Background: an optimization exercise with open tools, aiming at small area, a short achievable clock period and few clock cycles per item. Do not read the settings as production practice. The RTL of this run was laid out without a check of its function.

==> flow/design.v <==
module tdc_le_conv (
  input  wire        clk,
  input  wire        rst,           
  input  wire        cmd_valid,
  output wire        cmd_ready,
  input  wire [1:0]  cmd_op,        
  input  wire        cmd_interp,    
  input  wire [11:0] cmd_a,         
  input  wire [12:0] cmd_b,         
  output reg         res_valid,
  output reg         res_pair,      
  output reg         res_ok,        
  output reg         res_void,      
  output reg         res_interp,
  output reg  [11:0] res_coarse,
  output reg  [8:0]  res_fine,
  output reg  [1:0]  res_frame      
);
  localparam [1:0] OP_HIT = 2'd0, OP_PAIR = 2'd1, OP_TAB = 2'd2;
  localparam [2:0] S_IDLE = 3'd0,
                   S_DIV  = 3'd1,
                   S_MUL  = 3'd2,
                   S_FINE = 3'd3;
  reg  [2:0]  state;
  reg         have_pair [0:1];
  reg  [11:0] pc1       [0:1];
  reg  [10:0] pd        [0:1];      
  reg  [14:0] prcp      [0:1];      
  reg  [12:0] etab      [0:1][1:63];
  reg         w_interp;
  reg  [11:0] w_s;
  reg  [11:0] w_r;
  wire signed [13:0] pair_d  = $signed({2'b00, cmd_b[11:0]}) - $signed({2'b00, cmd_a});
  wire               pair_ok = (pair_d >= 14'sd768) && (pair_d <= 14'sd1280);
  reg  [11:0] div_rem;
  reg  [15:0] div_q;
  reg  [10:0] div_d;
  reg  [3:0]  div_n;
  wire [12:0] div_sh  = {div_rem, 1'b0};
  wire        div_bit = (div_sh >= {2'b00, div_d});
  wire [12:0] div_nxt = div_bit ? div_sh - {2'b00, div_d} : div_sh;
  wire [15:0] div_qn  = {div_q[14:0], div_bit};
  wire signed [13:0] r_rel  = $signed({2'b00, w_r}) - $signed({2'b00, pc1[w_interp]});
  wire signed [13:0] s_m1   = $signed({2'b00, w_s}) - 14'sd1;
  wire signed [29:0] r_prod = r_rel * $signed({1'b0, prcp[w_interp]});
  reg  signed [37:0] v;
  reg                x_void;
  wire signed [13:0] coarse_s = v[37:24];
  wire        [9:0]  p        = v[23:14];
  wire        [5:0]  seg      = p[9:4];
  wire        [3:0]  o        = p[3:0];
  reg         [12:0] e_lo, e_hi;
  reg  signed [14:0] e_diff;
  reg  signed [18:0] e_prod;
  reg  signed [18:0] e_t;
  always @* begin
    e_lo   = (seg == 6'd0)  ? 13'd0 : etab[w_interp][seg];
    e_hi   = (seg == 6'd63) ? 13'd4096 : etab[w_interp][seg + 6'd1];
    e_diff = $signed({2'b00, e_hi}) - $signed({2'b00, e_lo});
    e_prod = e_diff * $signed({1'b0, o});
    e_t    = $signed({6'b000000, e_lo}) + (e_prod >>> 4);
  end
  assign cmd_ready = (state == S_IDLE);
  integer i, k;
  always @(posedge clk) begin
    res_valid <= 1'b0;
    if (rst) begin
      state <= S_IDLE;
      have_pair[0] <= 1'b0;
      have_pair[1] <= 1'b0;
      for (i = 0; i < 2; i = i + 1)
        for (k = 1; k < 64; k = k + 1)
          etab[i][k] <= k[6:0] * 13'd64;
    end else begin
      case (state)
        S_IDLE: if (cmd_valid) begin
          w_interp <= cmd_interp;
          w_s      <= cmd_a;
          w_r      <= cmd_b[11:0];
          case (cmd_op)
            OP_PAIR: begin
              if (pair_ok) begin
                div_rem <= 12'd512;
                div_q   <= 16'd0;
                div_d   <= pair_d[10:0];
                div_n   <= 4'd0;
                state   <= S_DIV;
              end else begin
                res_valid  <= 1'b1;
                res_pair   <= 1'b1;
                res_ok     <= 1'b0;
                res_void   <= 1'b0;
                res_interp <= cmd_interp;
                res_coarse <= 12'd0;
                res_fine   <= 9'd0;
                res_frame  <= 2'b00;
              end
            end
            OP_HIT:  state <= S_MUL;
            OP_TAB:  if (cmd_a[5:0] != 6'd0) etab[cmd_interp][cmd_a[5:0]] <= cmd_b;
            default: ;
          endcase
        end
        S_DIV: begin
          div_rem <= div_nxt[11:0];
          div_q   <= div_qn;
          div_n   <= div_n + 4'd1;
          if (div_n == 4'd15) begin
            have_pair[w_interp] <= 1'b1;
            pc1[w_interp]       <= w_s;
            pd[w_interp]        <= div_d;
            prcp[w_interp]      <= div_qn[15:1] + {14'd0, div_qn[0]};
            res_valid  <= 1'b1;
            res_pair   <= 1'b1;
            res_ok     <= 1'b1;
            res_void   <= 1'b0;
            res_interp <= w_interp;
            res_coarse <= 12'd0;
            res_fine   <= 9'd0;
            res_frame  <= 2'b00;
            state      <= S_IDLE;
          end
        end
        S_MUL: begin
          v <= $signed({s_m1, 24'd0}) - {{8{r_prod[29]}}, r_prod};
          x_void <= !have_pair[w_interp] ||
                    ($signed({r_rel, 2'b00}) < -$signed({5'b00000, pd[w_interp]})) ||
                    ($signed({r_rel, 2'b00}) >  $signed({3'b000, pd[w_interp], 2'b00}) +
                                                $signed({5'b00000, pd[w_interp]}));
          state <= S_FINE;
        end
        S_FINE: begin
          res_valid  <= 1'b1;
          res_pair   <= 1'b0;
          res_ok     <= 1'b0;
          res_interp <= w_interp;
          res_void   <= x_void;
          if (x_void) begin
            res_coarse <= 12'd0;
            res_fine   <= 9'd0;
            res_frame  <= 2'b00;
          end else begin
            res_fine <= e_t[11:3];
            if (coarse_s >= 14'sd4000) begin
              res_coarse <= coarse_s[11:0] - 12'd4000;
              res_frame  <= 2'b01;
            end else if (coarse_s < 14'sd0) begin
              res_coarse <= coarse_s[11:0] + 12'd4000;
              res_frame  <= 2'b11;
            end else begin
              res_coarse <= coarse_s[11:0];
              res_frame  <= 2'b00;
            end
          end
          state <= S_IDLE;
        end
        default: state <= S_IDLE;
      endcase
    end
  end
endmodule
==> flow/run.sh <==
#!/bin/bash
# synth_recipe.tcl (not shown) runs the flow's synth.tcl, then flattens the netlist and writes it again
# the make line also repeats each setting of config.mk as NAME=value (left out here)
make -C /OpenROAD-flow-scripts/flow DESIGN_CONFIG=/design/flow/config.mk WORK_HOME=/design/flow/orfs CLKGATE_MAP_FILE= SYNTH_SCRIPT=/design/flow/synth_recipe.tcl finish
==> flow/config.mk <==
export PLATFORM = sky130hd
export DESIGN_NAME = tdc_le_conv
export DESIGN_NICKNAME = tdc_le_conv
export VERILOG_FILES = /design/flow/design.v
export SDC_FILE = /design/flow/constraint.sdc
export NUM_CORES = 4
export LEC_CHECK = 0
export CAP_MARGIN = 20
export CORE_MARGIN = 2
export CORE_UTILIZATION = 40
export SLEW_MARGIN = 20
==> flow/constraint.sdc <==
create_clock -name core_clock -period 12.0 [get_ports {clk}]
set_input_delay 2.4000 -clock core_clock [delete_from_list [all_inputs] [get_ports {clk}]]
set_output_delay 2.4000 -clock core_clock [all_outputs]
set_load 0.01 [all_outputs]
==> summary.md <==
| Metric | Value |
|---|---|
| Core box area | `between 0.2 and 0.3 mm2` |
| Crit path max fanout | `33` |
| CP startpoint kind | `flop` |
| Length of the first detailed-routing pass in iterations | `6` |
| Synth-to-layout area growth | `10.6%` |
| NumNets Final | `7975` |
| Netlist Area Pre-Place | `between 0.1 and 0.15 mm2` |
| Die X | `about 530 um` |
| Vias/cell | `6.20` |
| Dominant cell type by area after synthesis | `edfxtp_1` |
| Status | `no timing/DRC/antenna violations` |
| Worst-Skew Late Latency | `just under 0.9 ns` |
| Share of cells above drive strength 1 | `~23%` |
| Area post-placement | `roughly 0.12 mm2` |
| Clk_skew | `just over 0.03 ns` |
| CP delay by family, top | `adder cells` |
| Netlist cell types | `73` |
| Buf/Inv on CP | `7` |
| Crit Path Class | `reg2reg` |
| Die Span Y | `about 530 um` |
| Total track usage | `roughly a quarter` |
| Clock tree from TritonCTS | `built` |
| CTS root buffer | `clkbuf_16` |
| Resize count post-CTS | `0` |
| Hold_ws | `approximately 0.45 ns` |
| Yosys top cell area share | `approximately half` |
| Vias in the first global route | `just under 70000` |
| Post-route cell area | `about 0.12 mm2` |
| RSZ-0062 raised after global routing | `no` |
| Crit-path most repeated cell | `inv_1` |
| Crit path max-delay cell type | `fa_4` |
| Worst setup EP type | `flop` |
| Commonest non-fill, non-tap cell in the layout | `edfxtp_1` |
| Final wirelength | `~350 mm` |
| Syn nets | `approximately 8000` |
| Most frequent cells in the layout | `edfxtp_1 (1859), and2_1 (1061), mux4_2 (1041)` |
| Post-synth EDFFs | `1859` |
| Mean Syn Cell Area | `14.4 um2` |
| Clock transition at the registers of the reported paths | `around 0.060 ns` |
| YS warnings | `1` |
| Routed via count | `slightly below 70000` |
| Cell Rows | `between 150 and 200` |
| Part of the Yosys area used for sequential elements | `slightly above 50%` |
| Post-route setup TNS | `0 ns` |
| Max Transition Viols Final | `0` |
| Full die area | `0.280 mm2` |
| Clock buffer depth | `3` |
| GR Overflow Total | `0` |
| Non-Filler Instances | `about 11000` |
| Fin crit share | `between 90 and 100%` |
| Largest net degree at the start of global routing | `89` |
| Dpl cells | `between 10000 and 15000` |
| Synthesized instance count | `approximately 7600` |
| Final worst path period need | `approximately 11 ns` |
| Hold Vio Cnt, Final | `0` |
| TritonCTS buffer count | `199` |
| Crit path DAT | `between 10 and 15 ns` |
| Max_cap viols | `0` |
| ANT nets after route | `0` |
| PortBufs | `just under 60` |
| Max frequency | `89.5 MHz` |
| Slew Limit Headroom | `a little over a fifth` |
| Initial DRC Count | `around 8800` |
| Initial antenna violation count | `26` |
| HP Class | `reg2reg` |
| CTS H-tree depth | `4` |
| First-pass GRT wire length | `between 500 and 600 mm` |
| GP Congestion | `between 0.9 and 1` |
| Hpwl dp | `roughly 240 mm` |
| Top_reg_cell synth | `edfxtp_1` |
| Avg WL per Cell | `approximately 31 um` |
| # DRC | `0` |
| FF+latch count, synth | `approximately 1900` |
| CP required | `around 13 ns` |
| Fraction of registers with async set or reset after synthesis | `0%` |
| Setup violators final | `0` |
| Fill count | `23900` |
| Starting Density | `around 40%` |
| CTS Sinks | `approximately 1900` |
| IO Pins | `60` |
| Area contributors post-synth | `edfxtp_1 (51%), mux4_2 (21%), and2_1 (6.0%)` |
| Worst Max-Slew Pin Slew | `1.17 ns` |
| Crit-path max cell delay | `about 1.4 ns` |
## final timing paths
path / slack (ns) / endpoint / startpoint / cells past startpoint
max: 0.83 / res_fine[8] / w_interp / 37
min: 0.45 / have_pair[1] / have_pair[1] / 1
max reg2reg: 0.83 / res_fine[8] / w_interp / 37
min reg2reg: 0.45 / have_pair[1] / have_pair[1] / 1
## metrics by stage
stage / setup WS [ns] / util, %
6_report: 0.832 / 44.5
5_1_grt: 0.253 / 44.5
4_1_cts: 0.681 / 44.5
3_5_place_dp: 0.743 / 42.1
3_3_place_gp: 0.829 / 42.1
2_1_floorplan: 2.16 / -
## worst register-to-register path: cells and delay by family, from the launching register on
kind	cells	cell delay (ns)
AOI/OAI and AO/OA	10	2.54
and+or+nand+nor	6	0.97
DFF	1	0.55
buffers and inverters	7	1.22
muxes	3	1.37
xor gates and xnor gates	3	0.46
adders and majority gates	8	3.77
## sequential cells by signal (all words and copies together), names as in the netlist, named ones only
signal and count:
etab 1664, prcp 30, pc1 24, v 24
pd 22, div_q 15, div_rem 12, res_coarse 12
w_r 12, w_s 12, div_d 11, res_fine 9
div_n 4, have_pair 2, res_frame 2, state 2
res_interp 1, res_ok 1, res_pair 1, res_valid 1
res_void 1, w_interp 1, x_void 1
## what timing repair did
item	in CTS	in global routing
hold buffers	0	0
setup endpoints to repair	0	1
endpoints found under the hold margin	0	0
buffers inserted	0	3
## cell usage after synthesis (16+ instances only)
| cell type | count |
|---|---|
| buf_2 | 101 |
| nor2_1 | 353 |
| nand4_1 | 25 |
| fa_1 | 181 |
| ha_1 | 293 |
| mux2i_1 | 78 |
| o211ai_1 | 18 |
| a211o_1 | 16 |
| a211oi_1 | 21 |
| edfxtp_1 | 1859 |
| and2_1 | 1061 |
| mux4_2 | 1041 |
| nor3_1 | 282 |
| xnor2_1 | 95 |
| a21oi_1 | 99 |
| a21o_1 | 38 |
| and3_1 | 16 |
| buf_4 | 18 |
| or2_2 | 20 |
| nand3_1 | 47 |
| xor2_1 | 38 |
| clkbuf_1 | 492 |
| nand2b_1 | 21 |
| nor2b_1 | 39 |
| buf_1 | 33 |
| o21a_1 | 17 |
| nand2_1 | 181 |
| or3_1 | 392 |
| o21ai_0 | 168 |
| mux2_2 | 33 |
| inv_1 | 402 |
## area by class of cell
cell class	instances	area (um2)	share of cell area (%)
clock inverters	139	1410	1.15
flip-flops and latches	1865	55900	45.9
clock buffers	227	5180	4.25
well taps	3589	4490	3.68
repair buffers	287	2810	2.30
inverters	411	1550	1.27
multi-input cells	4706	50500	41.4
diodes	8	20.0	0.0164
## cells by family after synthesis
kind of cell               count (synthesis)  share of synthesized area (%)
adders and majority gates                474                           6.61
and+or+nand+nor                         2465                           12.4
AOI/OAI and AO/OA                        470                           2.63
DFF                                     1865                           50.7
xor gates and xnor gates                 137                           1.13
muxes                                   1160                           22.5
buffers and inverters                   1072                           3.96
## per-layer routing
| metal | up-vias | GRT usage, % | wire [um] | part of all wire (%) |
|---|---|---|---|---|
| li1 | 28800 | - | - | - |
| met1 | 36600 | 34.4 | 139000 | 39 |
| met2 | 3640 | 40.2 | 167000 | 47 |
| met3 | 551 | 4.70 | 32500 | 9.2 |
| met4 | 18 | 8.89 | 13500 | 3.8 |
| met5 | - | 0 | 122 | 0.035 |

-- separate check: timing with driven ports --
In the flow no input, the clock included, has a driving cell. The finished layout below was timed again as built, in two steps. Step 1: set_driving_cell puts a clkbuf_16 on clk and a buf_2 on each other input, an assumption about the parent block. Step 2 adds t to the input delays and takes it off the output delays; t is the mean of the earliest and latest rising clock arrival at the registers after step 1. Input paths then give back, and output paths get back, about the clock's delay inside the block. Three values: no drivers, after step 1, after step 2; two values: the first two.
shift t [ns]: 0.962
slack for setup (ns): 0.832 / 0.832 / 0.832
worst setup path after step 2: register to register
worst register clock-pin slew, ns: 0.07 / 0.07
pins driven straight from the clock port: 1
After both steps this run still meets setup and hold. For this run, drivers alone change the setup slack by 0.000 ns; drivers and shift together by 0.000 ns.
